This is an optimization exercise on Yosys and OpenROAD, whose aim is small area, a short achievable clock period and few clock cycles per item, not a production implementation. Function was checked by simulation only, so behaviour that the tests miss may differ from the original.

Setup of v1:
// sha256_stream
module sha256_stream (
    input  wire         clk,
    input  wire         rst,           
    input  wire         in_valid,
    output wire         in_ready,
    input  wire [63:0]  in_data,
    input  wire         in_last,
    input  wire [3:0]   in_nbytes,     
    output wire         out_valid,
    input  wire         out_ready,
    output wire [255:0] out_digest
);
    integer i;
    reg [31:0] w [0:15];               
    reg [31:0] a, b, c, d, e, f, g, hh, hk;
    reg [31:0] hv [0:7];               
    reg [3:0]  q;                      
    reg        running;                
    reg [5:0]  t;                      
    reg        upd_pending;            
    reg        blk_first, blk_last;    
    reg [3:0]  m;                      
    reg        pend_first, pend_last;  
    reg        ended;                  
    reg        marker;                 
    reg        fresh;                  
    reg        ov;                     
    reg        upd;                    
    reg        ldiv;                   
    reg        start;                  
    reg        hsel_h, hsel_iv;        
    reg        sched;                  
    reg        slot_ok;                
    reg [60:0] nbytes;
    reg [3:0]  inc_r;
    reg        first_r;
    reg [31:0] kn;
    always @(*) begin
        case (t)
            6'd63: kn = 32'h428a2f98; 6'd0:  kn = 32'h71374491;
            6'd1:  kn = 32'hb5c0fbcf; 6'd2:  kn = 32'he9b5dba5;
            6'd3:  kn = 32'h3956c25b; 6'd4:  kn = 32'h59f111f1;
            6'd5:  kn = 32'h923f82a4; 6'd6:  kn = 32'hab1c5ed5;
            6'd7:  kn = 32'hd807aa98; 6'd8:  kn = 32'h12835b01;
            6'd9:  kn = 32'h243185be; 6'd10: kn = 32'h550c7dc3;
            6'd11: kn = 32'h72be5d74; 6'd12: kn = 32'h80deb1fe;
            6'd13: kn = 32'h9bdc06a7; 6'd14: kn = 32'hc19bf174;
            6'd15: kn = 32'he49b69c1; 6'd16: kn = 32'hefbe4786;
            6'd17: kn = 32'h0fc19dc6; 6'd18: kn = 32'h240ca1cc;
            6'd19: kn = 32'h2de92c6f; 6'd20: kn = 32'h4a7484aa;
            6'd21: kn = 32'h5cb0a9dc; 6'd22: kn = 32'h76f988da;
            6'd23: kn = 32'h983e5152; 6'd24: kn = 32'ha831c66d;
            6'd25: kn = 32'hb00327c8; 6'd26: kn = 32'hbf597fc7;
            6'd27: kn = 32'hc6e00bf3; 6'd28: kn = 32'hd5a79147;
            6'd29: kn = 32'h06ca6351; 6'd30: kn = 32'h14292967;
  ...
Size in the first run: about 4,700 cells after synthesis, about 1,200 flip-flops.
clock: 10.0 ns
lec_check: 0
cap_margin: 20
core_margin: 2
core_utilization: 40
setup_slack_margin: 5
slew_margin: 20
run.sh (not shown) runs the stock make flow with config.mk's settings and CLKGATE_MAP_FILE= SYNTH_SCRIPT=/design/flow/synth_recipe.tcl, a recipe that flattens the netlist after the stock synthesis.
v1 | stages: all done | timing, DRC, antenna: all pass
Testbench counts of v1, summed over its fixed seeds: cycles 154,972, bytes 137,133.
Edits applied to the flow inputs when going from v1 to v55:
- CORE_UTILIZATION now 60, was 40
- CTS_BUF_LIST now sky130_fd_sc_hd__clkbuf_4 sky130_fd_sc_hd__clkbuf_8, previously not set
==> comparison <==
- The standard cells in v55 occupy less silicon area than those in v1 do.
- Summary of v55 over v1: clock skew after layout went down 0.0079 ns, wire length went down 2.9%.
- Looking at highest-delay cell along the critical path, the dfxtp_1 result is from v1; the fa_1 one comes from v55.
- Compared to v1, v55 has number of antenna cells inserted 6 higher.
Here is what was changed in the inputs of v12 compared with v55.
==> flow/flow/run.sh (new file) <==
#!/bin/bash
# The standard layout (the standard.sh, unchanged synthesis), with two make
# variables set: timing repair aims at a setup slack of 6 ns, and the port
# buffers use the smallest buffer cell. Its output goes to flow_make.log.
set -o pipefail
bash standard.sh SETUP_SLACK_MARGIN=6 "BUFFER_PORTS_ARGS=-buffer_cell sky130_fd_sc_hd__buf_1" finish > flow_make.log 2>&1
status=$?
tail -n 40 flow_make.log
exit $status
==> flow/standard.sh (new file) <==
#!/bin/bash
# synth_recipe.tcl (not shown) runs the flow's synth.tcl, then flattens the netlist and writes it again
# the make line also repeats each setting of config.mk as NAME=value (left out here)
make -C /OpenROAD-flow-scripts/flow DESIGN_CONFIG=/design/flow/config.mk WORK_HOME=/design/flow/orfs CLKGATE_MAP_FILE= SYNTH_SCRIPT=/design/flow/synth_recipe.tcl "${@:-finish}"
removed: flow/run.sh
## What came out
- Taking v55 as the reference, in v12 multi-input gate share of total cell area +2.4 points; met2 usage +3.1 points; first-pass GRT wire length +about 3.4%; clock period minus worst slack -0.42 ns.
- Against v55, v12 comes in 3.6% higher on cell area.

==> re-timing with driven ports <==
The flow's constraints put no driver on any port. The routed layouts listed below were extracted and timed again, unchanged, in two steps.
Step 1 sets driving cells, clkbuf_16 on the clock port and buf_2 on the other inputs (assumed; they add their load-dependent delay and slew).
Step 2 moves the port delays by t, midway between the first and last clock arrival at a register: inputs arrive t later, outputs are due t later. That takes back most of the time a late clock gives input paths.
Slacks: no drivers / after step 1 / after step 2; pairs: no drivers / after step 1.
run | shift t [ns] | setup slack, ns | worst data-port slew with drivers (ns)
v1 | 0.843 | 5.077 / 5.077 / 4.562 | 0.09
v55 | 0.956 | 5.074 / 5.074 / 4.365 | 0.09
v12 | 0.929 | 5.499 / 5.499 / 5.202 | 0.14
After both steps every run listed still meets setup and hold. For v55, which loses most, drivers alone change the setup slack by 0.000 ns; drivers and shift together by -0.709 ns.
